Context: an optimization exercise on an open-source flow, tuned for small area and a short achievable clock period. The choices shown serve that exercise and are no tape-out recipe. Only simulation tests tie the RTL to the original design; equivalence was not proved.

==> flow/design.v <==
module int_divider (
    input  wire        clk,
    input  wire        rst,
    input  wire        start,
    input  wire        op_signed,
    input  wire        op_rem,
    input  wire [63:0] a,
    input  wire [63:0] b,
    output reg         done,
    output wire [63:0] result,
    output wire        ovf,
    output wire        dz
);
    localparam [1:0] S_IDLE  = 2'd0;
    localparam [1:0] S_SETUP = 2'd1;
    localparam [1:0] S_ITER  = 2'd2;
    localparam [1:0] S_HOLD  = 2'd3;
    reg  [1:0]  state;
    reg  [63:0] rmd;       
    reg  [66:0] dvs;       
    reg         cin;       
    reg  [63:0] quo;       
    reg         sgn_r;
    reg         rem_r;
    reg         an_r;      
    reg         bn_r;      
    reg         ovf_r;
    reg         dz_r;
    reg  [4:0]  cnt;       
    reg         z0;        
    reg         first;     
    reg         cmp_r;     
    reg  [6:0]  loa;       
    reg  [6:0]  lob;       
    reg         a_pow2;    
    reg         b_pow2;    
    wire        setup = (state == S_SETUP);
    reg         ng_r;
    reg         ns_r;
    wire [63:0] ng_x = ng_r ? rmd : quo;
    wire        ng_s = ns_r;
    wire [63:0] ng_y = (ng_x ^ {64{ng_s}}) + {63'd0, ng_s};
    assign result = ng_y;
    assign ovf    = ovf_r;
    assign dz     = dz_r;
    wire        a_neg_in  = op_signed & a[63];
    wire        b_neg_in  = op_signed & b[63];
    wire [63:0] bx_in     = b ^ {64{~b_neg_in}};        
    wire [63:0] ax_in     = a ^ {64{a_neg_in}};         
    wire        a_pow2_in = a_neg_in & ~|(~a[63:1] & a[62:0]);
    wire        b_pow2_in = b_neg_in & ~|(~b[63:1] & b[62:0]);
    reg  [6:0]  loa_in;
    reg  [6:0]  lob_in;
    integer     i;
    always @* begin
        loa_in = 7'd64;
        for (i = 0; i < 64; i = i + 1)
            if (ax_in[i]) loa_in = 7'd63 - i[6:0];
        lob_in = 7'd64;
        for (i = 0; i < 64; i = i + 1)
            if (!bx_in[i]) lob_in = 7'd63 - i[6:0];
    end
    wire [63:0] bx     = dvs[63:0];                  
    wire        bx_one = &bx;
    wire        b_zero = bx_one & ~bn_r;
    wire [7:0]  sdiff  = {1'b0, lob} - {1'b0, loa} + {7'd0, a_pow2} - {7'd0, b_pow2};
    wire        no_q   = b_zero | sdiff[7];         
    wire [5:0]  shamt  = sdiff[5:0];
    reg  [4:0]  m;                                   
    reg         md0;                                 
    integer     j;
    always @* begin
        m   = 5'd0;
        md0 = 1'b0;
        for (j = 0; j < 64; j = j + 1)
            if (shamt == j[5:0]) begin
                m   = j / 3;
                md0 = (j % 3) == 0;
            end
    end
    wire [66:0] bx2    = {3'b111, bx, {2{cin}}} ;   
    wire [66:0] sh3    = m[0] ? {bx2[63:0],  {3{cin}}}  : bx2;
    wire [66:0] sh6    = m[1] ? {sh3[60:0],  {6{cin}}}  : sh3;
    wire [66:0] sh12   = m[2] ? {sh6[54:0],  {12{cin}}} : sh6;
    wire [66:0] sh24   = m[3] ? {sh12[42:0], {24{cin}}} : sh12;
    wire [66:0] dvs0   = m[4] ? {sh24[18:0], {48{cin}}} : sh24;
    wire        min_by_m1 = sgn_r & (rmd == 64'h8000_0000_0000_0000) & bx_one & bn_r;
    wire [63:0] s0, s1, s2;
    wire        c0, c1, c2;
    wire [66:0] v0 = {1'b1, dvs[66:1]};
    wire [66:0] v1 = {1'b1, v0[66:1]};
    wire [66:0] v2 = {1'b1, v1[66:1]};
    div_add u_a0 (.x(rmd), .y(dvs[63:0]), .c(cin), .s(s0), .co(c0));
    wire        q0 = c0 & dvs[64] & dvs[65];
    wire [63:0] r0 = q0 ? s0 : rmd;
    div_add u_a1 (.x(r0), .y(v0[63:0]), .c(cin), .s(s1), .co(c1));
    wire        q1 = c1 & v0[64];
    wire [63:0] r1 = q1 ? s1 : r0;
    div_add u_a2 (.x(r1), .y(v1[63:0]), .c(cin), .s(s2), .co(c2));
    wire        q2 = c2;
    wire        iter  = (state == S_ITER);
    wire [63:0] rmd_e = iter ? r1 : (setup ? ng_y : a);
    wire        take2 = iter & q2;
    wire [63:0] rmd_d;
    genvar      gi;
    generate
        for (gi = 0; gi < 64; gi = gi + 1) begin : g_rmux
            div_mux2 u_m (.s(take2), .a(s2[gi]), .b(rmd_e[gi]), .y(rmd_d[gi]));
        end
    endgenerate
    reg  [1:0]  st_n;                                
    reg         dn_n;                                
    always @* begin
        st_n = state;
        dn_n = 1'b0;
        case (state)
            S_IDLE:  if (start) st_n = S_SETUP;
            S_SETUP: st_n = no_q ? S_HOLD : S_ITER;
            S_ITER:  if (cnt == 5'd1) begin
                         if (z0 & ~cmp_r) begin
                             dn_n = 1'b1;
                             st_n = S_IDLE;
                         end else begin
                             st_n = S_HOLD;
                         end
                     end
            default: begin
                         dn_n = 1'b1;
                         st_n = S_IDLE;
                     end
        endcase
    end
    wire        lastq = iter & (cnt == 5'd1) & z0 & first;
    wire [1:0]  st_d;
    wire        dn_d;
    div_mux2 u_st0 (.s(lastq), .a(q2),  .b(st_n[0]), .y(st_d[0]));   
    div_mux2 u_st1 (.s(lastq), .a(q2),  .b(st_n[1]), .y(st_d[1]));   
    div_mux2 u_dn  (.s(lastq), .a(~q2), .b(dn_n),    .y(dn_d));
    always @(posedge clk) begin
        if (rst) begin
            state <= S_IDLE;
            done  <= 1'b0;
        end else begin
            state <= st_d;
            done  <= dn_d;
        end
    end
    always @(posedge clk) begin
        case (state)
            S_IDLE: begin
                if (start) begin
                    rmd    <= rmd_d;
                    dvs    <= {3'b111, bx_in};
                    cin    <= ~b_neg_in;
                    an_r   <= a_neg_in;
                    bn_r   <= b_neg_in;
                    sgn_r  <= op_signed;
                    rem_r  <= op_rem;
                    loa    <= loa_in;
                    lob    <= lob_in;
                    a_pow2 <= a_pow2_in;
                    b_pow2 <= b_pow2_in;
                    ng_r   <= 1'b1;
                    ns_r   <= a_neg_in;
                end
            end
            S_SETUP: begin
                rmd   <= rmd_d;
                dvs   <= dvs0;
                quo   <= 64'd0;
                dz_r  <= b_zero;
                ovf_r <= ~rem_r & min_by_m1;
                first <= 1'b1;
                ng_r  <= rem_r;
                ns_r  <= rem_r ? an_r : (an_r ^ bn_r);
                z0    <= md0;
                cnt   <= m + 5'd1;
            end
            S_ITER: begin
                rmd   <= rmd_d;
                dvs   <= v2;
                quo   <= {quo[60:0], q0, q1, q2};
                first <= 1'b0;
                if (first) cmp_r <= q2;
                cnt   <= cnt - 5'd1;
            end
            default: ;   
        endcase
    end
endmodule
module div_mux2 (input s, input a, input b, output y); assign y = s ? a : b; endmodule
module div_aoi (input a, input b, input c, output y); assign y = ~(a | (b & c)); endmodule
module div_oai (input a, input b, input c, output y); assign y = ~(a & (b | c)); endmodule
module div_nand (input a, input b, output y); assign y = ~(a & b); endmodule
module div_nor (input a, input b, output y); assign y = ~(a | b); endmodule
module div_inv (input a, output y); assign y = ~a; endmodule
module div_xnor (input a, input b, output y); assign y = ~(a ^ b); endmodule
module div_add (input [63:0] x, input [63:0] y, input c, output [63:0] s, output [0:0] co);
  wire [63:0] gn0;
  wire [63:0] pn0;
  wire k1n, k1, k2n, k2;
  div_nand uk2n (.a(y[0]), .b(c), .y(k2n));
  div_inv uk2 (.a(k2n), .y(k2));
  div_nor uk1n (.a(y[0]), .b(c), .y(k1n));
  div_inv uk1 (.a(k1n), .y(k1));
  div_aoi ug0 (.a(k2), .b(x[0]), .c(k1), .y(gn0[0]));
  div_xnor up0 (.a(x[0]), .b(y[0]), .y(pn0[0]));
  div_nand ug1 (.a(x[1]), .b(y[1]), .y(gn0[1]));
  div_xnor up1 (.a(x[1]), .b(y[1]), .y(pn0[1]));
  div_nand ug2 (.a(x[2]), .b(y[2]), .y(gn0[2]));
  div_xnor up2 (.a(x[2]), .b(y[2]), .y(pn0[2]));
  div_nand ug3 (.a(x[3]), .b(y[3]), .y(gn0[3]));
  div_xnor up3 (.a(x[3]), .b(y[3]), .y(pn0[3]));
  div_nand ug4 (.a(x[4]), .b(y[4]), .y(gn0[4]));
  div_xnor up4 (.a(x[4]), .b(y[4]), .y(pn0[4]));
  div_nand ug5 (.a(x[5]), .b(y[5]), .y(gn0[5]));
  div_xnor up5 (.a(x[5]), .b(y[5]), .y(pn0[5]));
  div_nand ug6 (.a(x[6]), .b(y[6]), .y(gn0[6]));
  div_xnor up6 (.a(x[6]), .b(y[6]), .y(pn0[6]));
  div_nand ug7 (.a(x[7]), .b(y[7]), .y(gn0[7]));
  div_xnor up7 (.a(x[7]), .b(y[7]), .y(pn0[7]));
  div_nand ug8 (.a(x[8]), .b(y[8]), .y(gn0[8]));
  div_xnor up8 (.a(x[8]), .b(y[8]), .y(pn0[8]));
  div_nand ug9 (.a(x[9]), .b(y[9]), .y(gn0[9]));
  div_xnor up9 (.a(x[9]), .b(y[9]), .y(pn0[9]));
  div_nand ug10 (.a(x[10]), .b(y[10]), .y(gn0[10]));
  div_xnor up10 (.a(x[10]), .b(y[10]), .y(pn0[10]));
  div_nand ug11 (.a(x[11]), .b(y[11]), .y(gn0[11]));
  div_xnor up11 (.a(x[11]), .b(y[11]), .y(pn0[11]));
  div_nand ug12 (.a(x[12]), .b(y[12]), .y(gn0[12]));
  div_xnor up12 (.a(x[12]), .b(y[12]), .y(pn0[12]));
  div_nand ug13 (.a(x[13]), .b(y[13]), .y(gn0[13]));
  div_xnor up13 (.a(x[13]), .b(y[13]), .y(pn0[13]));
  div_nand ug14 (.a(x[14]), .b(y[14]), .y(gn0[14]));
  div_xnor up14 (.a(x[14]), .b(y[14]), .y(pn0[14]));
  div_nand ug15 (.a(x[15]), .b(y[15]), .y(gn0[15]));
  div_xnor up15 (.a(x[15]), .b(y[15]), .y(pn0[15]));
  div_nand ug16 (.a(x[16]), .b(y[16]), .y(gn0[16]));
  div_xnor up16 (.a(x[16]), .b(y[16]), .y(pn0[16]));
  div_nand ug17 (.a(x[17]), .b(y[17]), .y(gn0[17]));
  div_xnor up17 (.a(x[17]), .b(y[17]), .y(pn0[17]));
  div_nand ug18 (.a(x[18]), .b(y[18]), .y(gn0[18]));
  div_xnor up18 (.a(x[18]), .b(y[18]), .y(pn0[18]));
  div_nand ug19 (.a(x[19]), .b(y[19]), .y(gn0[19]));
  div_xnor up19 (.a(x[19]), .b(y[19]), .y(pn0[19]));
  div_nand ug20 (.a(x[20]), .b(y[20]), .y(gn0[20]));
  div_xnor up20 (.a(x[20]), .b(y[20]), .y(pn0[20]));
  div_nand ug21 (.a(x[21]), .b(y[21]), .y(gn0[21]));
  div_xnor up21 (.a(x[21]), .b(y[21]), .y(pn0[21]));
  div_nand ug22 (.a(x[22]), .b(y[22]), .y(gn0[22]));
  div_xnor up22 (.a(x[22]), .b(y[22]), .y(pn0[22]));
  div_nand ug23 (.a(x[23]), .b(y[23]), .y(gn0[23]));
  div_xnor up23 (.a(x[23]), .b(y[23]), .y(pn0[23]));
  div_nand ug24 (.a(x[24]), .b(y[24]), .y(gn0[24]));
  div_xnor up24 (.a(x[24]), .b(y[24]), .y(pn0[24]));
  div_nand ug25 (.a(x[25]), .b(y[25]), .y(gn0[25]));
  div_xnor up25 (.a(x[25]), .b(y[25]), .y(pn0[25]));
  div_nand ug26 (.a(x[26]), .b(y[26]), .y(gn0[26]));
  div_xnor up26 (.a(x[26]), .b(y[26]), .y(pn0[26]));
  div_nand ug27 (.a(x[27]), .b(y[27]), .y(gn0[27]));
  div_xnor up27 (.a(x[27]), .b(y[27]), .y(pn0[27]));
  div_nand ug28 (.a(x[28]), .b(y[28]), .y(gn0[28]));
  div_xnor up28 (.a(x[28]), .b(y[28]), .y(pn0[28]));
  div_nand ug29 (.a(x[29]), .b(y[29]), .y(gn0[29]));
  div_xnor up29 (.a(x[29]), .b(y[29]), .y(pn0[29]));
  div_nand ug30 (.a(x[30]), .b(y[30]), .y(gn0[30]));
  div_xnor up30 (.a(x[30]), .b(y[30]), .y(pn0[30]));
  div_nand ug31 (.a(x[31]), .b(y[31]), .y(gn0[31]));
  div_xnor up31 (.a(x[31]), .b(y[31]), .y(pn0[31]));
  div_nand ug32 (.a(x[32]), .b(y[32]), .y(gn0[32]));
  div_xnor up32 (.a(x[32]), .b(y[32]), .y(pn0[32]));
  div_nand ug33 (.a(x[33]), .b(y[33]), .y(gn0[33]));
  div_xnor up33 (.a(x[33]), .b(y[33]), .y(pn0[33]));
  div_nand ug34 (.a(x[34]), .b(y[34]), .y(gn0[34]));
  div_xnor up34 (.a(x[34]), .b(y[34]), .y(pn0[34]));
  div_nand ug35 (.a(x[35]), .b(y[35]), .y(gn0[35]));
  div_xnor up35 (.a(x[35]), .b(y[35]), .y(pn0[35]));
  div_nand ug36 (.a(x[36]), .b(y[36]), .y(gn0[36]));
  div_xnor up36 (.a(x[36]), .b(y[36]), .y(pn0[36]));
  div_nand ug37 (.a(x[37]), .b(y[37]), .y(gn0[37]));
  div_xnor up37 (.a(x[37]), .b(y[37]), .y(pn0[37]));
  div_nand ug38 (.a(x[38]), .b(y[38]), .y(gn0[38]));
  div_xnor up38 (.a(x[38]), .b(y[38]), .y(pn0[38]));
  div_nand ug39 (.a(x[39]), .b(y[39]), .y(gn0[39]));
  div_xnor up39 (.a(x[39]), .b(y[39]), .y(pn0[39]));
  div_nand ug40 (.a(x[40]), .b(y[40]), .y(gn0[40]));
  div_xnor up40 (.a(x[40]), .b(y[40]), .y(pn0[40]));
  div_nand ug41 (.a(x[41]), .b(y[41]), .y(gn0[41]));
  div_xnor up41 (.a(x[41]), .b(y[41]), .y(pn0[41]));
  div_nand ug42 (.a(x[42]), .b(y[42]), .y(gn0[42]));
  div_xnor up42 (.a(x[42]), .b(y[42]), .y(pn0[42]));
  div_nand ug43 (.a(x[43]), .b(y[43]), .y(gn0[43]));
  div_xnor up43 (.a(x[43]), .b(y[43]), .y(pn0[43]));
  div_nand ug44 (.a(x[44]), .b(y[44]), .y(gn0[44]));
  div_xnor up44 (.a(x[44]), .b(y[44]), .y(pn0[44]));
  div_nand ug45 (.a(x[45]), .b(y[45]), .y(gn0[45]));
  div_xnor up45 (.a(x[45]), .b(y[45]), .y(pn0[45]));
  div_nand ug46 (.a(x[46]), .b(y[46]), .y(gn0[46]));
  div_xnor up46 (.a(x[46]), .b(y[46]), .y(pn0[46]));
  div_nand ug47 (.a(x[47]), .b(y[47]), .y(gn0[47]));
  div_xnor up47 (.a(x[47]), .b(y[47]), .y(pn0[47]));
  div_nand ug48 (.a(x[48]), .b(y[48]), .y(gn0[48]));
  div_xnor up48 (.a(x[48]), .b(y[48]), .y(pn0[48]));
  div_nand ug49 (.a(x[49]), .b(y[49]), .y(gn0[49]));
  div_xnor up49 (.a(x[49]), .b(y[49]), .y(pn0[49]));
  div_nand ug50 (.a(x[50]), .b(y[50]), .y(gn0[50]));
  div_xnor up50 (.a(x[50]), .b(y[50]), .y(pn0[50]));
  div_nand ug51 (.a(x[51]), .b(y[51]), .y(gn0[51]));
  div_xnor up51 (.a(x[51]), .b(y[51]), .y(pn0[51]));
  div_nand ug52 (.a(x[52]), .b(y[52]), .y(gn0[52]));
  div_xnor up52 (.a(x[52]), .b(y[52]), .y(pn0[52]));
  div_nand ug53 (.a(x[53]), .b(y[53]), .y(gn0[53]));
  div_xnor up53 (.a(x[53]), .b(y[53]), .y(pn0[53]));
  div_nand ug54 (.a(x[54]), .b(y[54]), .y(gn0[54]));
  div_xnor up54 (.a(x[54]), .b(y[54]), .y(pn0[54]));
  div_nand ug55 (.a(x[55]), .b(y[55]), .y(gn0[55]));
  div_xnor up55 (.a(x[55]), .b(y[55]), .y(pn0[55]));
  div_nand ug56 (.a(x[56]), .b(y[56]), .y(gn0[56]));
  div_xnor up56 (.a(x[56]), .b(y[56]), .y(pn0[56]));
  div_nand ug57 (.a(x[57]), .b(y[57]), .y(gn0[57]));
  div_xnor up57 (.a(x[57]), .b(y[57]), .y(pn0[57]));
  div_nand ug58 (.a(x[58]), .b(y[58]), .y(gn0[58]));
  div_xnor up58 (.a(x[58]), .b(y[58]), .y(pn0[58]));
  div_nand ug59 (.a(x[59]), .b(y[59]), .y(gn0[59]));
  div_xnor up59 (.a(x[59]), .b(y[59]), .y(pn0[59]));
  div_nand ug60 (.a(x[60]), .b(y[60]), .y(gn0[60]));
  div_xnor up60 (.a(x[60]), .b(y[60]), .y(pn0[60]));
  div_nand ug61 (.a(x[61]), .b(y[61]), .y(gn0[61]));
  div_xnor up61 (.a(x[61]), .b(y[61]), .y(pn0[61]));
  div_nand ug62 (.a(x[62]), .b(y[62]), .y(gn0[62]));
  div_xnor up62 (.a(x[62]), .b(y[62]), .y(pn0[62]));
  div_nand ug63 (.a(x[63]), .b(y[63]), .y(gn0[63]));
  div_xnor up63 (.a(x[63]), .b(y[63]), .y(pn0[63]));
  wire G1; div_oai uG1 (.a(gn0[1]), .b(pn0[1]), .c(gn0[0]), .y(G1));
  wire G2; div_oai uG2 (.a(gn0[3]), .b(pn0[3]), .c(gn0[2]), .y(G2));
  wire P3; div_nor uP3 (.a(pn0[3]), .b(pn0[2]), .y(P3));
  wire G4; div_oai uG4 (.a(gn0[5]), .b(pn0[5]), .c(gn0[4]), .y(G4));
  wire P5; div_nor uP5 (.a(pn0[5]), .b(pn0[4]), .y(P5));
  wire G6; div_oai uG6 (.a(gn0[7]), .b(pn0[7]), .c(gn0[6]), .y(G6));
  wire P7; div_nor uP7 (.a(pn0[7]), .b(pn0[6]), .y(P7));
  wire G8; div_oai uG8 (.a(gn0[9]), .b(pn0[9]), .c(gn0[8]), .y(G8));
  wire P9; div_nor uP9 (.a(pn0[9]), .b(pn0[8]), .y(P9));
  wire G10; div_oai uG10 (.a(gn0[11]), .b(pn0[11]), .c(gn0[10]), .y(G10));
  wire P11; div_nor uP11 (.a(pn0[11]), .b(pn0[10]), .y(P11));
  wire G12; div_oai uG12 (.a(gn0[13]), .b(pn0[13]), .c(gn0[12]), .y(G12));
  wire P13; div_nor uP13 (.a(pn0[13]), .b(pn0[12]), .y(P13));
  wire G14; div_oai uG14 (.a(gn0[15]), .b(pn0[15]), .c(gn0[14]), .y(G14));
  wire P15; div_nor uP15 (.a(pn0[15]), .b(pn0[14]), .y(P15));
  wire G16; div_oai uG16 (.a(gn0[17]), .b(pn0[17]), .c(gn0[16]), .y(G16));
  wire P17; div_nor uP17 (.a(pn0[17]), .b(pn0[16]), .y(P17));
  wire G18; div_oai uG18 (.a(gn0[19]), .b(pn0[19]), .c(gn0[18]), .y(G18));
  wire P19; div_nor uP19 (.a(pn0[19]), .b(pn0[18]), .y(P19));
  wire G20; div_oai uG20 (.a(gn0[21]), .b(pn0[21]), .c(gn0[20]), .y(G20));
  wire P21; div_nor uP21 (.a(pn0[21]), .b(pn0[20]), .y(P21));
  wire G22; div_oai uG22 (.a(gn0[23]), .b(pn0[23]), .c(gn0[22]), .y(G22));
  wire P23; div_nor uP23 (.a(pn0[23]), .b(pn0[22]), .y(P23));
  wire G24; div_oai uG24 (.a(gn0[25]), .b(pn0[25]), .c(gn0[24]), .y(G24));
  wire P25; div_nor uP25 (.a(pn0[25]), .b(pn0[24]), .y(P25));
  wire G26; div_oai uG26 (.a(gn0[27]), .b(pn0[27]), .c(gn0[26]), .y(G26));
  wire P27; div_nor uP27 (.a(pn0[27]), .b(pn0[26]), .y(P27));
  wire G28; div_oai uG28 (.a(gn0[29]), .b(pn0[29]), .c(gn0[28]), .y(G28));
  wire P29; div_nor uP29 (.a(pn0[29]), .b(pn0[28]), .y(P29));
  wire G30; div_oai uG30 (.a(gn0[31]), .b(pn0[31]), .c(gn0[30]), .y(G30));
  wire P31; div_nor uP31 (.a(pn0[31]), .b(pn0[30]), .y(P31));
  wire G32; div_oai uG32 (.a(gn0[33]), .b(pn0[33]), .c(gn0[32]), .y(G32));
  wire P33; div_nor uP33 (.a(pn0[33]), .b(pn0[32]), .y(P33));
  wire G34; div_oai uG34 (.a(gn0[35]), .b(pn0[35]), .c(gn0[34]), .y(G34));
  wire P35; div_nor uP35 (.a(pn0[35]), .b(pn0[34]), .y(P35));
  wire G36; div_oai uG36 (.a(gn0[37]), .b(pn0[37]), .c(gn0[36]), .y(G36));
  wire P37; div_nor uP37 (.a(pn0[37]), .b(pn0[36]), .y(P37));
  wire G38; div_oai uG38 (.a(gn0[39]), .b(pn0[39]), .c(gn0[38]), .y(G38));
  wire P39; div_nor uP39 (.a(pn0[39]), .b(pn0[38]), .y(P39));
  wire G40; div_oai uG40 (.a(gn0[41]), .b(pn0[41]), .c(gn0[40]), .y(G40));
  wire P41; div_nor uP41 (.a(pn0[41]), .b(pn0[40]), .y(P41));
  wire G42; div_oai uG42 (.a(gn0[43]), .b(pn0[43]), .c(gn0[42]), .y(G42));
  wire P43; div_nor uP43 (.a(pn0[43]), .b(pn0[42]), .y(P43));
  wire G44; div_oai uG44 (.a(gn0[45]), .b(pn0[45]), .c(gn0[44]), .y(G44));
  wire P45; div_nor uP45 (.a(pn0[45]), .b(pn0[44]), .y(P45));
  wire G46; div_oai uG46 (.a(gn0[47]), .b(pn0[47]), .c(gn0[46]), .y(G46));
  wire P47; div_nor uP47 (.a(pn0[47]), .b(pn0[46]), .y(P47));
  wire G48; div_oai uG48 (.a(gn0[49]), .b(pn0[49]), .c(gn0[48]), .y(G48));
  wire P49; div_nor uP49 (.a(pn0[49]), .b(pn0[48]), .y(P49));
  wire G50; div_oai uG50 (.a(gn0[51]), .b(pn0[51]), .c(gn0[50]), .y(G50));
  wire P51; div_nor uP51 (.a(pn0[51]), .b(pn0[50]), .y(P51));
  wire G52; div_oai uG52 (.a(gn0[53]), .b(pn0[53]), .c(gn0[52]), .y(G52));
  wire P53; div_nor uP53 (.a(pn0[53]), .b(pn0[52]), .y(P53));
  wire G54; div_oai uG54 (.a(gn0[55]), .b(pn0[55]), .c(gn0[54]), .y(G54));
  wire P55; div_nor uP55 (.a(pn0[55]), .b(pn0[54]), .y(P55));
  wire G56; div_oai uG56 (.a(gn0[57]), .b(pn0[57]), .c(gn0[56]), .y(G56));
  wire P57; div_nor uP57 (.a(pn0[57]), .b(pn0[56]), .y(P57));
  wire G58; div_oai uG58 (.a(gn0[59]), .b(pn0[59]), .c(gn0[58]), .y(G58));
  wire P59; div_nor uP59 (.a(pn0[59]), .b(pn0[58]), .y(P59));
  wire G60; div_oai uG60 (.a(gn0[61]), .b(pn0[61]), .c(gn0[60]), .y(G60));
  wire P61; div_nor uP61 (.a(pn0[61]), .b(pn0[60]), .y(P61));
  wire G62; div_oai uG62 (.a(gn0[63]), .b(pn0[63]), .c(gn0[62]), .y(G62));
  wire P63; div_nor uP63 (.a(pn0[63]), .b(pn0[62]), .y(P63));
  wire G64; div_aoi uG64 (.a(G2), .b(P3), .c(G1), .y(G64));
  wire G65; div_aoi uG65 (.a(G4), .b(P5), .c(G2), .y(G65));
  wire P66; div_nand uP66 (.a(P5), .b(P3), .y(P66));
  wire G67; div_aoi uG67 (.a(G6), .b(P7), .c(G4), .y(G67));
  wire P68; div_nand uP68 (.a(P7), .b(P5), .y(P68));
  wire G69; div_aoi uG69 (.a(G8), .b(P9), .c(G6), .y(G69));
  wire P70; div_nand uP70 (.a(P9), .b(P7), .y(P70));
  wire G71; div_aoi uG71 (.a(G10), .b(P11), .c(G8), .y(G71));
  wire P72; div_nand uP72 (.a(P11), .b(P9), .y(P72));
  wire G73; div_aoi uG73 (.a(G12), .b(P13), .c(G10), .y(G73));
  wire P74; div_nand uP74 (.a(P13), .b(P11), .y(P74));
  wire G75; div_aoi uG75 (.a(G14), .b(P15), .c(G12), .y(G75));
  wire P76; div_nand uP76 (.a(P15), .b(P13), .y(P76));
  wire G77; div_aoi uG77 (.a(G16), .b(P17), .c(G14), .y(G77));
  wire P78; div_nand uP78 (.a(P17), .b(P15), .y(P78));
  wire G79; div_aoi uG79 (.a(G18), .b(P19), .c(G16), .y(G79));
  wire P80; div_nand uP80 (.a(P19), .b(P17), .y(P80));
  wire G81; div_aoi uG81 (.a(G20), .b(P21), .c(G18), .y(G81));
  wire P82; div_nand uP82 (.a(P21), .b(P19), .y(P82));
  wire G83; div_aoi uG83 (.a(G22), .b(P23), .c(G20), .y(G83));
  wire P84; div_nand uP84 (.a(P23), .b(P21), .y(P84));
  wire G85; div_aoi uG85 (.a(G24), .b(P25), .c(G22), .y(G85));
  wire P86; div_nand uP86 (.a(P25), .b(P23), .y(P86));
  wire G87; div_aoi uG87 (.a(G26), .b(P27), .c(G24), .y(G87));
  wire P88; div_nand uP88 (.a(P27), .b(P25), .y(P88));
  wire G89; div_aoi uG89 (.a(G28), .b(P29), .c(G26), .y(G89));
  wire P90; div_nand uP90 (.a(P29), .b(P27), .y(P90));
  wire G91; div_aoi uG91 (.a(G30), .b(P31), .c(G28), .y(G91));
  wire P92; div_nand uP92 (.a(P31), .b(P29), .y(P92));
  wire G93; div_aoi uG93 (.a(G32), .b(P33), .c(G30), .y(G93));
  wire P94; div_nand uP94 (.a(P33), .b(P31), .y(P94));
  wire G95; div_aoi uG95 (.a(G34), .b(P35), .c(G32), .y(G95));
  wire P96; div_nand uP96 (.a(P35), .b(P33), .y(P96));
  wire G97; div_aoi uG97 (.a(G36), .b(P37), .c(G34), .y(G97));
  wire P98; div_nand uP98 (.a(P37), .b(P35), .y(P98));
  wire G99; div_aoi uG99 (.a(G38), .b(P39), .c(G36), .y(G99));
  wire P100; div_nand uP100 (.a(P39), .b(P37), .y(P100));
  wire G101; div_aoi uG101 (.a(G40), .b(P41), .c(G38), .y(G101));
  wire P102; div_nand uP102 (.a(P41), .b(P39), .y(P102));
  wire G103; div_aoi uG103 (.a(G42), .b(P43), .c(G40), .y(G103));
  wire P104; div_nand uP104 (.a(P43), .b(P41), .y(P104));
  wire G105; div_aoi uG105 (.a(G44), .b(P45), .c(G42), .y(G105));
  wire P106; div_nand uP106 (.a(P45), .b(P43), .y(P106));
  wire G107; div_aoi uG107 (.a(G46), .b(P47), .c(G44), .y(G107));
  wire P108; div_nand uP108 (.a(P47), .b(P45), .y(P108));
  wire G109; div_aoi uG109 (.a(G48), .b(P49), .c(G46), .y(G109));
  wire P110; div_nand uP110 (.a(P49), .b(P47), .y(P110));
  wire G111; div_aoi uG111 (.a(G50), .b(P51), .c(G48), .y(G111));
  wire P112; div_nand uP112 (.a(P51), .b(P49), .y(P112));
  wire G113; div_aoi uG113 (.a(G52), .b(P53), .c(G50), .y(G113));
  wire P114; div_nand uP114 (.a(P53), .b(P51), .y(P114));
  wire G115; div_aoi uG115 (.a(G54), .b(P55), .c(G52), .y(G115));
  wire P116; div_nand uP116 (.a(P55), .b(P53), .y(P116));
  wire G117; div_aoi uG117 (.a(G56), .b(P57), .c(G54), .y(G117));
  wire P118; div_nand uP118 (.a(P57), .b(P55), .y(P118));
  wire G119; div_aoi uG119 (.a(G58), .b(P59), .c(G56), .y(G119));
  wire P120; div_nand uP120 (.a(P59), .b(P57), .y(P120));
  wire G121; div_aoi uG121 (.a(G60), .b(P61), .c(G58), .y(G121));
  wire P122; div_nand uP122 (.a(P61), .b(P59), .y(P122));
  wire G123; div_aoi uG123 (.a(G62), .b(P63), .c(G60), .y(G123));
  wire P124; div_nand uP124 (.a(P63), .b(P61), .y(P124));
  wire I125; div_inv uI125 (.a(G1), .y(I125));
  wire G126; div_oai uG126 (.a(G65), .b(P66), .c(I125), .y(G126));
  wire G127; div_oai uG127 (.a(G67), .b(P68), .c(G64), .y(G127));
  wire G128; div_oai uG128 (.a(G69), .b(P70), .c(G65), .y(G128));
  wire P129; div_nor uP129 (.a(P70), .b(P66), .y(P129));
  wire G130; div_oai uG130 (.a(G71), .b(P72), .c(G67), .y(G130));
  wire P131; div_nor uP131 (.a(P72), .b(P68), .y(P131));
  wire G132; div_oai uG132 (.a(G73), .b(P74), .c(G69), .y(G132));
  wire P133; div_nor uP133 (.a(P74), .b(P70), .y(P133));
  wire G134; div_oai uG134 (.a(G75), .b(P76), .c(G71), .y(G134));
  wire P135; div_nor uP135 (.a(P76), .b(P72), .y(P135));
  wire G136; div_oai uG136 (.a(G77), .b(P78), .c(G73), .y(G136));
  wire P137; div_nor uP137 (.a(P78), .b(P74), .y(P137));
  wire G138; div_oai uG138 (.a(G79), .b(P80), .c(G75), .y(G138));
  wire P139; div_nor uP139 (.a(P80), .b(P76), .y(P139));
  wire G140; div_oai uG140 (.a(G81), .b(P82), .c(G77), .y(G140));
  wire P141; div_nor uP141 (.a(P82), .b(P78), .y(P141));
  wire G142; div_oai uG142 (.a(G83), .b(P84), .c(G79), .y(G142));
  wire P143; div_nor uP143 (.a(P84), .b(P80), .y(P143));
  wire G144; div_oai uG144 (.a(G85), .b(P86), .c(G81), .y(G144));
  wire P145; div_nor uP145 (.a(P86), .b(P82), .y(P145));
  wire G146; div_oai uG146 (.a(G87), .b(P88), .c(G83), .y(G146));
  wire P147; div_nor uP147 (.a(P88), .b(P84), .y(P147));
  wire G148; div_oai uG148 (.a(G89), .b(P90), .c(G85), .y(G148));
  wire P149; div_nor uP149 (.a(P90), .b(P86), .y(P149));
  wire G150; div_oai uG150 (.a(G91), .b(P92), .c(G87), .y(G150));
  wire P151; div_nor uP151 (.a(P92), .b(P88), .y(P151));
  wire G152; div_oai uG152 (.a(G93), .b(P94), .c(G89), .y(G152));
  wire P153; div_nor uP153 (.a(P94), .b(P90), .y(P153));
  wire G154; div_oai uG154 (.a(G95), .b(P96), .c(G91), .y(G154));
  wire P155; div_nor uP155 (.a(P96), .b(P92), .y(P155));
  wire G156; div_oai uG156 (.a(G97), .b(P98), .c(G93), .y(G156));
  wire P157; div_nor uP157 (.a(P98), .b(P94), .y(P157));
  wire G158; div_oai uG158 (.a(G99), .b(P100), .c(G95), .y(G158));
  wire P159; div_nor uP159 (.a(P100), .b(P96), .y(P159));
  wire G160; div_oai uG160 (.a(G101), .b(P102), .c(G97), .y(G160));
  wire P161; div_nor uP161 (.a(P102), .b(P98), .y(P161));
  wire G162; div_oai uG162 (.a(G103), .b(P104), .c(G99), .y(G162));
  wire P163; div_nor uP163 (.a(P104), .b(P100), .y(P163));
  wire G164; div_oai uG164 (.a(G105), .b(P106), .c(G101), .y(G164));
  wire P165; div_nor uP165 (.a(P106), .b(P102), .y(P165));
  wire G166; div_oai uG166 (.a(G107), .b(P108), .c(G103), .y(G166));
  wire P167; div_nor uP167 (.a(P108), .b(P104), .y(P167));
  wire G168; div_oai uG168 (.a(G109), .b(P110), .c(G105), .y(G168));
  wire P169; div_nor uP169 (.a(P110), .b(P106), .y(P169));
  wire G170; div_oai uG170 (.a(G111), .b(P112), .c(G107), .y(G170));
  wire P171; div_nor uP171 (.a(P112), .b(P108), .y(P171));
  wire G172; div_oai uG172 (.a(G113), .b(P114), .c(G109), .y(G172));
  wire P173; div_nor uP173 (.a(P114), .b(P110), .y(P173));
  wire G174; div_oai uG174 (.a(G115), .b(P116), .c(G111), .y(G174));
  wire P175; div_nor uP175 (.a(P116), .b(P112), .y(P175));
  wire G176; div_oai uG176 (.a(G117), .b(P118), .c(G113), .y(G176));
  wire P177; div_nor uP177 (.a(P118), .b(P114), .y(P177));
  wire G178; div_oai uG178 (.a(G119), .b(P120), .c(G115), .y(G178));
  wire P179; div_nor uP179 (.a(P120), .b(P116), .y(P179));
  wire G180; div_oai uG180 (.a(G121), .b(P122), .c(G117), .y(G180));
  wire P181; div_nor uP181 (.a(P122), .b(P118), .y(P181));
  wire G182; div_oai uG182 (.a(G123), .b(P124), .c(G119), .y(G182));
  wire P183; div_nor uP183 (.a(P124), .b(P120), .y(P183));
  wire G184; div_aoi uG184 (.a(G128), .b(P129), .c(G1), .y(G184));
  wire I185; div_inv uI185 (.a(G64), .y(I185));
  wire G186; div_aoi uG186 (.a(G130), .b(P131), .c(I185), .y(G186));
  wire G187; div_aoi uG187 (.a(G132), .b(P133), .c(G126), .y(G187));
  wire G188; div_aoi uG188 (.a(G134), .b(P135), .c(G127), .y(G188));
  wire G189; div_aoi uG189 (.a(G136), .b(P137), .c(G128), .y(G189));
  wire P190; div_nand uP190 (.a(P137), .b(P129), .y(P190));
  wire G191; div_aoi uG191 (.a(G138), .b(P139), .c(G130), .y(G191));
  wire P192; div_nand uP192 (.a(P139), .b(P131), .y(P192));
  wire G193; div_aoi uG193 (.a(G140), .b(P141), .c(G132), .y(G193));
  wire P194; div_nand uP194 (.a(P141), .b(P133), .y(P194));
  wire G195; div_aoi uG195 (.a(G142), .b(P143), .c(G134), .y(G195));
  wire P196; div_nand uP196 (.a(P143), .b(P135), .y(P196));
  wire G197; div_aoi uG197 (.a(G144), .b(P145), .c(G136), .y(G197));
  wire P198; div_nand uP198 (.a(P145), .b(P137), .y(P198));
  wire G199; div_aoi uG199 (.a(G146), .b(P147), .c(G138), .y(G199));
  wire P200; div_nand uP200 (.a(P147), .b(P139), .y(P200));
  wire G201; div_aoi uG201 (.a(G148), .b(P149), .c(G140), .y(G201));
  wire P202; div_nand uP202 (.a(P149), .b(P141), .y(P202));
  wire G203; div_aoi uG203 (.a(G150), .b(P151), .c(G142), .y(G203));
  wire P204; div_nand uP204 (.a(P151), .b(P143), .y(P204));
  wire G205; div_aoi uG205 (.a(G152), .b(P153), .c(G144), .y(G205));
  wire P206; div_nand uP206 (.a(P153), .b(P145), .y(P206));
  wire G207; div_aoi uG207 (.a(G154), .b(P155), .c(G146), .y(G207));
  wire P208; div_nand uP208 (.a(P155), .b(P147), .y(P208));
  wire G209; div_aoi uG209 (.a(G156), .b(P157), .c(G148), .y(G209));
  wire P210; div_nand uP210 (.a(P157), .b(P149), .y(P210));
  wire G211; div_aoi uG211 (.a(G158), .b(P159), .c(G150), .y(G211));
  wire P212; div_nand uP212 (.a(P159), .b(P151), .y(P212));
  wire G213; div_aoi uG213 (.a(G160), .b(P161), .c(G152), .y(G213));
  wire P214; div_nand uP214 (.a(P161), .b(P153), .y(P214));
  wire G215; div_aoi uG215 (.a(G162), .b(P163), .c(G154), .y(G215));
  wire P216; div_nand uP216 (.a(P163), .b(P155), .y(P216));
  wire G217; div_aoi uG217 (.a(G164), .b(P165), .c(G156), .y(G217));
  wire P218; div_nand uP218 (.a(P165), .b(P157), .y(P218));
  wire G219; div_aoi uG219 (.a(G166), .b(P167), .c(G158), .y(G219));
  wire P220; div_nand uP220 (.a(P167), .b(P159), .y(P220));
  wire G221; div_aoi uG221 (.a(G168), .b(P169), .c(G160), .y(G221));
  wire P222; div_nand uP222 (.a(P169), .b(P161), .y(P222));
  wire G223; div_aoi uG223 (.a(G170), .b(P171), .c(G162), .y(G223));
  wire P224; div_nand uP224 (.a(P171), .b(P163), .y(P224));
  wire G225; div_aoi uG225 (.a(G172), .b(P173), .c(G164), .y(G225));
  wire P226; div_nand uP226 (.a(P173), .b(P165), .y(P226));
  wire G227; div_aoi uG227 (.a(G174), .b(P175), .c(G166), .y(G227));
  wire P228; div_nand uP228 (.a(P175), .b(P167), .y(P228));
  wire G229; div_aoi uG229 (.a(G176), .b(P177), .c(G168), .y(G229));
  wire P230; div_nand uP230 (.a(P177), .b(P169), .y(P230));
  wire G231; div_aoi uG231 (.a(G178), .b(P179), .c(G170), .y(G231));
  wire P232; div_nand uP232 (.a(P179), .b(P171), .y(P232));
  wire G233; div_aoi uG233 (.a(G180), .b(P181), .c(G172), .y(G233));
  wire P234; div_nand uP234 (.a(P181), .b(P173), .y(P234));
  wire G235; div_aoi uG235 (.a(G182), .b(P183), .c(G174), .y(G235));
  wire P236; div_nand uP236 (.a(P183), .b(P175), .y(P236));
  wire I237; div_inv uI237 (.a(G1), .y(I237));
  wire G238; div_oai uG238 (.a(G189), .b(P190), .c(I237), .y(G238));
  wire G239; div_oai uG239 (.a(G191), .b(P192), .c(G64), .y(G239));
  wire I240; div_inv uI240 (.a(G126), .y(I240));
  wire G241; div_oai uG241 (.a(G193), .b(P194), .c(I240), .y(G241));
  wire I242; div_inv uI242 (.a(G127), .y(I242));
  wire G243; div_oai uG243 (.a(G195), .b(P196), .c(I242), .y(G243));
  wire G244; div_oai uG244 (.a(G197), .b(P198), .c(G184), .y(G244));
  wire G245; div_oai uG245 (.a(G199), .b(P200), .c(G186), .y(G245));
  wire G246; div_oai uG246 (.a(G201), .b(P202), .c(G187), .y(G246));
  wire G247; div_oai uG247 (.a(G203), .b(P204), .c(G188), .y(G247));
  wire G248; div_oai uG248 (.a(G205), .b(P206), .c(G189), .y(G248));
  wire P249; div_nor uP249 (.a(P206), .b(P190), .y(P249));
  wire G250; div_oai uG250 (.a(G207), .b(P208), .c(G191), .y(G250));
  wire P251; div_nor uP251 (.a(P208), .b(P192), .y(P251));
  wire G252; div_oai uG252 (.a(G209), .b(P210), .c(G193), .y(G252));
  wire P253; div_nor uP253 (.a(P210), .b(P194), .y(P253));
  wire G254; div_oai uG254 (.a(G211), .b(P212), .c(G195), .y(G254));
  wire P255; div_nor uP255 (.a(P212), .b(P196), .y(P255));
  wire G256; div_oai uG256 (.a(G213), .b(P214), .c(G197), .y(G256));
  wire P257; div_nor uP257 (.a(P214), .b(P198), .y(P257));
  wire G258; div_oai uG258 (.a(G215), .b(P216), .c(G199), .y(G258));
  wire P259; div_nor uP259 (.a(P216), .b(P200), .y(P259));
  wire G260; div_oai uG260 (.a(G217), .b(P218), .c(G201), .y(G260));
  wire P261; div_nor uP261 (.a(P218), .b(P202), .y(P261));
  wire G262; div_oai uG262 (.a(G219), .b(P220), .c(G203), .y(G262));
  wire P263; div_nor uP263 (.a(P220), .b(P204), .y(P263));
  wire G264; div_oai uG264 (.a(G221), .b(P222), .c(G205), .y(G264));
  wire P265; div_nor uP265 (.a(P222), .b(P206), .y(P265));
  wire G266; div_oai uG266 (.a(G223), .b(P224), .c(G207), .y(G266));
  wire P267; div_nor uP267 (.a(P224), .b(P208), .y(P267));
  wire G268; div_oai uG268 (.a(G225), .b(P226), .c(G209), .y(G268));
  wire P269; div_nor uP269 (.a(P226), .b(P210), .y(P269));
  wire G270; div_oai uG270 (.a(G227), .b(P228), .c(G211), .y(G270));
  wire P271; div_nor uP271 (.a(P228), .b(P212), .y(P271));
  wire G272; div_oai uG272 (.a(G229), .b(P230), .c(G213), .y(G272));
  wire P273; div_nor uP273 (.a(P230), .b(P214), .y(P273));
  wire G274; div_oai uG274 (.a(G231), .b(P232), .c(G215), .y(G274));
  wire P275; div_nor uP275 (.a(P232), .b(P216), .y(P275));
  wire G276; div_oai uG276 (.a(G233), .b(P234), .c(G217), .y(G276));
  wire P277; div_nor uP277 (.a(P234), .b(P218), .y(P277));
  wire G278; div_oai uG278 (.a(G235), .b(P236), .c(G219), .y(G278));
  wire P279; div_nor uP279 (.a(P236), .b(P220), .y(P279));
  wire G280; div_aoi uG280 (.a(G248), .b(P249), .c(G1), .y(G280));
  wire I281; div_inv uI281 (.a(G64), .y(I281));
  wire G282; div_aoi uG282 (.a(G250), .b(P251), .c(I281), .y(G282));
  wire G283; div_aoi uG283 (.a(G252), .b(P253), .c(G126), .y(G283));
  wire G284; div_aoi uG284 (.a(G254), .b(P255), .c(G127), .y(G284));
  wire I285; div_inv uI285 (.a(G184), .y(I285));
  wire G286; div_aoi uG286 (.a(G256), .b(P257), .c(I285), .y(G286));
  wire I287; div_inv uI287 (.a(G186), .y(I287));
  wire G288; div_aoi uG288 (.a(G258), .b(P259), .c(I287), .y(G288));
  wire I289; div_inv uI289 (.a(G187), .y(I289));
  wire G290; div_aoi uG290 (.a(G260), .b(P261), .c(I289), .y(G290));
  wire I291; div_inv uI291 (.a(G188), .y(I291));
  wire G292; div_aoi uG292 (.a(G262), .b(P263), .c(I291), .y(G292));
  wire G293; div_aoi uG293 (.a(G264), .b(P265), .c(G238), .y(G293));
  wire G294; div_aoi uG294 (.a(G266), .b(P267), .c(G239), .y(G294));
  wire G295; div_aoi uG295 (.a(G268), .b(P269), .c(G241), .y(G295));
  wire G296; div_aoi uG296 (.a(G270), .b(P271), .c(G243), .y(G296));
  wire G297; div_aoi uG297 (.a(G272), .b(P273), .c(G244), .y(G297));
  wire G298; div_aoi uG298 (.a(G274), .b(P275), .c(G245), .y(G298));
  wire G299; div_aoi uG299 (.a(G276), .b(P277), .c(G246), .y(G299));
  wire G300; div_aoi uG300 (.a(G278), .b(P279), .c(G247), .y(G300));
  wire I301; div_inv uI301 (.a(G1), .y(I301));
  wire G302; div_oai uG302 (.a(gn0[2]), .b(pn0[2]), .c(I301), .y(G302));
  wire G303; div_oai uG303 (.a(gn0[4]), .b(pn0[4]), .c(G64), .y(G303));
  wire I304; div_inv uI304 (.a(G126), .y(I304));
  wire G305; div_oai uG305 (.a(gn0[6]), .b(pn0[6]), .c(I304), .y(G305));
  wire I306; div_inv uI306 (.a(G127), .y(I306));
  wire G307; div_oai uG307 (.a(gn0[8]), .b(pn0[8]), .c(I306), .y(G307));
  wire G308; div_oai uG308 (.a(gn0[10]), .b(pn0[10]), .c(G184), .y(G308));
  wire G309; div_oai uG309 (.a(gn0[12]), .b(pn0[12]), .c(G186), .y(G309));
  wire G310; div_oai uG310 (.a(gn0[14]), .b(pn0[14]), .c(G187), .y(G310));
  wire G311; div_oai uG311 (.a(gn0[16]), .b(pn0[16]), .c(G188), .y(G311));
  wire I312; div_inv uI312 (.a(G238), .y(I312));
  wire G313; div_oai uG313 (.a(gn0[18]), .b(pn0[18]), .c(I312), .y(G313));
  wire I314; div_inv uI314 (.a(G239), .y(I314));
  wire G315; div_oai uG315 (.a(gn0[20]), .b(pn0[20]), .c(I314), .y(G315));
  wire I316; div_inv uI316 (.a(G241), .y(I316));
  wire G317; div_oai uG317 (.a(gn0[22]), .b(pn0[22]), .c(I316), .y(G317));
  wire I318; div_inv uI318 (.a(G243), .y(I318));
  wire G319; div_oai uG319 (.a(gn0[24]), .b(pn0[24]), .c(I318), .y(G319));
  wire I320; div_inv uI320 (.a(G244), .y(I320));
  wire G321; div_oai uG321 (.a(gn0[26]), .b(pn0[26]), .c(I320), .y(G321));
  wire I322; div_inv uI322 (.a(G245), .y(I322));
  wire G323; div_oai uG323 (.a(gn0[28]), .b(pn0[28]), .c(I322), .y(G323));
  wire I324; div_inv uI324 (.a(G246), .y(I324));
  wire G325; div_oai uG325 (.a(gn0[30]), .b(pn0[30]), .c(I324), .y(G325));
  wire I326; div_inv uI326 (.a(G247), .y(I326));
  wire G327; div_oai uG327 (.a(gn0[32]), .b(pn0[32]), .c(I326), .y(G327));
  wire G328; div_oai uG328 (.a(gn0[34]), .b(pn0[34]), .c(G280), .y(G328));
  wire G329; div_oai uG329 (.a(gn0[36]), .b(pn0[36]), .c(G282), .y(G329));
  wire G330; div_oai uG330 (.a(gn0[38]), .b(pn0[38]), .c(G283), .y(G330));
  wire G331; div_oai uG331 (.a(gn0[40]), .b(pn0[40]), .c(G284), .y(G331));
  wire G332; div_oai uG332 (.a(gn0[42]), .b(pn0[42]), .c(G286), .y(G332));
  wire G333; div_oai uG333 (.a(gn0[44]), .b(pn0[44]), .c(G288), .y(G333));
  wire G334; div_oai uG334 (.a(gn0[46]), .b(pn0[46]), .c(G290), .y(G334));
  wire G335; div_oai uG335 (.a(gn0[48]), .b(pn0[48]), .c(G292), .y(G335));
  wire G336; div_oai uG336 (.a(gn0[50]), .b(pn0[50]), .c(G293), .y(G336));
  wire G337; div_oai uG337 (.a(gn0[52]), .b(pn0[52]), .c(G294), .y(G337));
  wire G338; div_oai uG338 (.a(gn0[54]), .b(pn0[54]), .c(G295), .y(G338));
  wire G339; div_oai uG339 (.a(gn0[56]), .b(pn0[56]), .c(G296), .y(G339));
  wire G340; div_oai uG340 (.a(gn0[58]), .b(pn0[58]), .c(G297), .y(G340));
  wire G341; div_oai uG341 (.a(gn0[60]), .b(pn0[60]), .c(G298), .y(G341));
  wire G342; div_oai uG342 (.a(gn0[62]), .b(pn0[62]), .c(G299), .y(G342));
  assign s = ~pn0 ^ {G342, ~G299, G341, ~G298, G340, ~G297, G339, ~G296, G338, ~G295, G337, ~G294, G336, ~G293, G335, ~G292, G334, ~G290, G333, ~G288, G332, ~G286, G331, ~G284, G330, ~G283, G329, ~G282, G328, ~G280, G327, G247, G325, G246, G323, G245, G321, G244, G319, G243, G317, G241, G315, G239, G313, G238, G311, ~G188, G310, ~G187, G309, ~G186, G308, ~G184, G307, G127, G305, G126, G303, ~G64, G302, G1, ~gn0[0], c};
  assign co[0] = ~G300;
endmodule
==> flow/flow/run.sh <==
#!/bin/bash
set -euo pipefail
bash standard.sh SETUP_SLACK_MARGIN=10 finish > make_finish.log 2>&1
==> flow/standard.sh <==
#!/bin/bash
# synth_recipe.tcl (not shown) runs the flow's synth.tcl, then flattens the netlist and writes it again
# the make line also repeats each setting of config.mk as NAME=value (left out here)
make -C /OpenROAD-flow-scripts/flow DESIGN_CONFIG=/design/flow/config.mk WORK_HOME=/design/flow/orfs CLKGATE_MAP_FILE= SYNTH_SCRIPT=/design/flow/synth_recipe.tcl "${@:-finish}"
==> flow/config.mk <==
export PLATFORM = sky130hd
export DESIGN_NAME = int_divider
export DESIGN_NICKNAME = int_divider
export VERILOG_FILES = /design/flow/design.v
export SDC_FILE = /design/flow/constraint.sdc
export NUM_CORES = 4
export LEC_CHECK = 0
export CAP_MARGIN = 20
export CORE_MARGIN = 2
export CORE_UTILIZATION = 40
export SLEW_MARGIN = 20
export SYNTH_HIERARCHICAL = 1
==> flow/constraint.sdc <==
create_clock -name core_clock -period 18.0 [get_ports {clk}]
set_input_delay 3.6000 -clock core_clock [delete_from_list [all_inputs] [get_ports {clk}]]
set_output_delay 3.6000 -clock core_clock [all_outputs]
set_load 0.01 [all_outputs]
==> results.sh <==
export IMPL_wl_per_cell_um=30.5
export IMPL_ys_top_cells_by_area="edfxtp_1, xnor2_1, nand2_1, a21oi_2, o21ai_1"
export IMPL_ant_nets=0
export IMPL_clock_tree_from_tritoncts="yes"
export IMPL_h_tree_depth=1
export IMPL_reg2reg_slack_ps=10060
export IMPL_setup_worst_path_end_class="flip-flop"
export IMPL_num_nets_final=5102
export IMPL_asyncSetResetFlopFracSynth_pct=0
export IMPL_critical_path_startpoint_type="flip-flop"
export IMPL_synth_net_count=4959
export IMPL_clock_skew_ps=59.9
export IMPL_numPortBuffers=199
export IMPL_worst_path_buf_inv=5
export IMPL_critical_path_max_fanout=23
export IMPL_final_period_utilization_pct=44.1
export IMPL_routabilityCongestion=1.08
export IMPL_clock_tree_root_cell="clkbuf_16"
export IMPL_die_area_mm2=0.0915
export IMPL_placeableCoreArea_mm2=0.0884
export IMPL_synthCells=4798
export IMPL_synth_seq_area_share_pct=19.4
export IMPL_clkLatencyLatePin_ps=660
export IMPL_timing_critical_path_arrival_ps=8330
export IMPL_cts_sinks=231
export IMPL_cts_hold_repair_buffers=0
export IMPL_yosys_warnings=7
export IMPL_critPathKind="reg2reg"
export IMPL_wire_length_of_the_first_global_routing_pass_um=260000
export IMPL_post_synth_top_area_fraction_pct=19.2
export IMPL_dieHeight_um=303
export IMPL_i_o_pins=200
export IMPL_max_clock_path_buffers=3
export IMPL_std_cell_rows=109
export IMPL_synth_top_cells_by_count="nand2_1, xnor2_1, nor2_1"
export IMPL_avgViaCountPerCell=6.52
export IMPL_synth_ff_type="edfxtp_1"
export IMPL_drt_total_wl_um=187000
export IMPL_number_of_max_capacitance_violations_reported=0
export IMPL_timing_critical_path_required_ps=18390
export IMPL_netlist_top_cell_by_area="edfxtp_1"
export IMPL_synth_most_common_cell="nand2_1"
export IMPL_cpLargestDelayFamily="compound AO/OA/AOI/OAI gates"
export IMPL_timing_max_transition_violations_final=0
export IMPL_place_inst=6004
export IMPL_grt_use_met1_pct=45.3
export IMPL_grt_start_max_net_pins=89
export IMPL_globalRouteMet3Util_pct=10.5
export IMPL_run_status="timing/DRC/antenna clean"
export IMPL_start_util_pct=40.3
export IMPL_die_x_extent_um=303
export IMPL_antenna_found_initial=14
export IMPL_layout_cells_non_filler=6133
export IMPL_count_of_endpoints_failing_hold_in_the_final_timing_report=0
export IMPL_setup_viol_count_final=0
export IMPL_rsz0062_at_grt="true"
export IMPL_via_count=40000
export IMPL_cts_buffers=29
export IMPL_dpl_hpwl_um=142000
export IMPL_placed_cell_area_mm2=0.0390
export IMPL_drive_above_1_share_pct=18.5
export IMPL_drt_initial_drc_count=4948
export IMPL_clk_pin_slew_worst_paths_ps=70
export IMPL_dr_pass1_iters=6
export IMPL_grt_overflow_total=0
export IMPL_hold_worst_slack_ps=529
export IMPL_post_route_min_period_ps=7940
export IMPL_number_of_register_bits_inferred_by_synthesis=231
export IMPL_busiest_layer="met2"
export IMPL_yosysUniqueCellTypes=100
export IMPL_synthToLayoutAreaGrowth_pct=17.0
export IMPL_cp_slowest_stage_delay_ps=550
export IMPL_synth_edff_count=228
export IMPL_achievable_frequency_mhz=126
export IMPL_worst_path_max_delay_cell="o21ai_1"
export IMPL_route_detailed_drc=0
export IMPL_grt_util_met2_pct=60.9
export IMPL_tns_ps=0
export IMPL_post_route_cell_area_mm2=0.0417
export IMPL_grtUsageTotal_pct=39.2
export IMPL_synthesis_area_per_instance_um2=7.43
export IMPL_first_global_vias=36900
export IMPL_worst_hold_path_type="reg2reg"
export IMPL_maxSlewHeadroom_pct=16.2
export IMPL_timing_worst_slew_pin_value_ps=1240
export IMPL_netlist_area_mm2=0.0356
==> stage by stage <==
step	util, %	setup slack [ps]
6_report	47.2	10060
3_5_place_dp	44.2	7270
4_1_cts	46.1	10030
3_3_place_gp	44.2	7540
5_1_grt	47.2	9920
2_1_floorplan	-	10000
==> worst register-to-register path: cells and delay by family (launching register included) <==
kind	cells	cell delay, ps
multiplexers	3	1160
AO/OA/AOI/OAI	13	2700
buffers and inverters	5	1000
XOR/XNOR	4	910
AND/OR/NAND/NOR	8	1560
flip-flops	1	350
==> sequential cells by signal, summed over array words and instances, names as in the netlist, 2 cells and up <==
signal and count:
dvs 67, state 2, cnt 5, quo 64
lob 7, rmd 64, loa 7
==> final timing paths <==
path,startpoint,endpoint,cells past startpoint
max,dvs[51]$_DFFE_PP_,rmd[51]$_DFFE_PP_,33
min,quo[4]$_SDFFCE_PN0N_,quo[7]$_SDFFCE_PN0N_,1
max reg2reg,dvs[51]$_DFFE_PP_,rmd[51]$_DFFE_PP_,33
min reg2reg,quo[4]$_SDFFCE_PN0N_,quo[7]$_SDFFCE_PN0N_,1
==> logic make-up (layout without fill, tap and decap cells) <==
kind of cell	Yosys count	in the layout	synth area share, %
other	0	4	0
muxes	395	395	12.8
xor gates and xnor gates	554	554	13.8
and+or+nand+nor	1742	1746	22.1
AOI/OAI and AO/OA	1414	1414	25.8
DFF	231	231	19.4
adders and majority gates	28	28	1.05
buffers and inverters	434	596	4.95
==> modules after synthesis, one instance, submodules excluded <==
module | cell area, um^2 | cells inside | copies in the design
div_add | 564 | 65 | 3
div_aoi | 8.76 | 1 | 228
div_inv | 3.75 | 1 | 69
div_mux2 | 15.0 | 1 | 67
div_nand | 3.75 | 1 | 354
div_nor | 3.75 | 1 | 228
div_oai | 5.00 | 1 | 351
div_xnor | 8.76 | 1 | 192
int_divider | 25100 | 3114 | 1
==> final cells by class <==
class | instances | area, um^2
antenna | 4 | 10.0
tap | 1165 | 1460
multi-input combinational | 4137 | 28200
timing repair buffer | 376 | 3580
fill | 9012 | 46700
inverter | 165 | 633
clock inverter | 22 | 201
sequential | 231 | 6910
timing repair inverter | 1 | 5.00
clock buffer | 32 | 737
==> cell usage in the layout (no fill, tap or decap), types with 70 or more instances in the layout <==
cell | synthesis | layout
a21oi_1 | 177 | 171
a21oi_2 | 228 | 219
and2_1 | 77 | 77
buf_4 | 7 | 159
clkdlybuf4s50_1 | 0 | 195
edfxtp_1 | 228 | 228
inv_1 | 160 | 155
mux2_2 | 140 | 140
mux2i_1 | 178 | 167
nand2_1 | 686 | 681
nand3_1 | 148 | 145
nor2_1 | 452 | 380
nor2_2 | 3 | 70
nor3_1 | 83 | 82
o21ai_0 | 214 | 211
o21ai_1 | 360 | 323
xnor2_1 | 462 | 417
xor2_1 | 86 | 83
==> repair_timing <==
item                                   CTS  global route
pin swaps                               11            16
setup endpoints to repair              113            92
endpoints found under the hold margin    0             0
resized for setup                       66           163
cloned                                   8             2
setup buffers                           40            21
==> routing by layer <==
metal / part of all wire (%) / up-vias
li1: - / 17700
met1: 36 / 19000
met2: 44 / 2501
met3: 10 / 740
met4: 9.8 / 10
met5: 0.031 / -

==> port drivers added, routing unchanged <==
The flow's constraints put no driver on any port. The routed layout listed below was extracted and timed again, unchanged, in two steps.
Step 1 assumes that a clkbuf_16 drives the clock port and a buf_2 every other input.
Step 2 adds t to the input delays and takes it off the output delays; t is the mean of the earliest and latest rising clock arrival at the registers after step 1. Input paths then give back, and output paths get back, about the clock's delay inside the block.
a / b / c = no drivers / after step 1 / after step 2; a / b = the first two.
shift t [ns]: 0.694
setup slack, ns: 10.065 / 9.996 / 9.484
worst register clock-pin slew, ns: 0.07 / 0.07
After both steps setup and hold are still met in this run. The setup slack of this run moves by -0.069 ns with the drivers and by -0.581 ns with both steps.
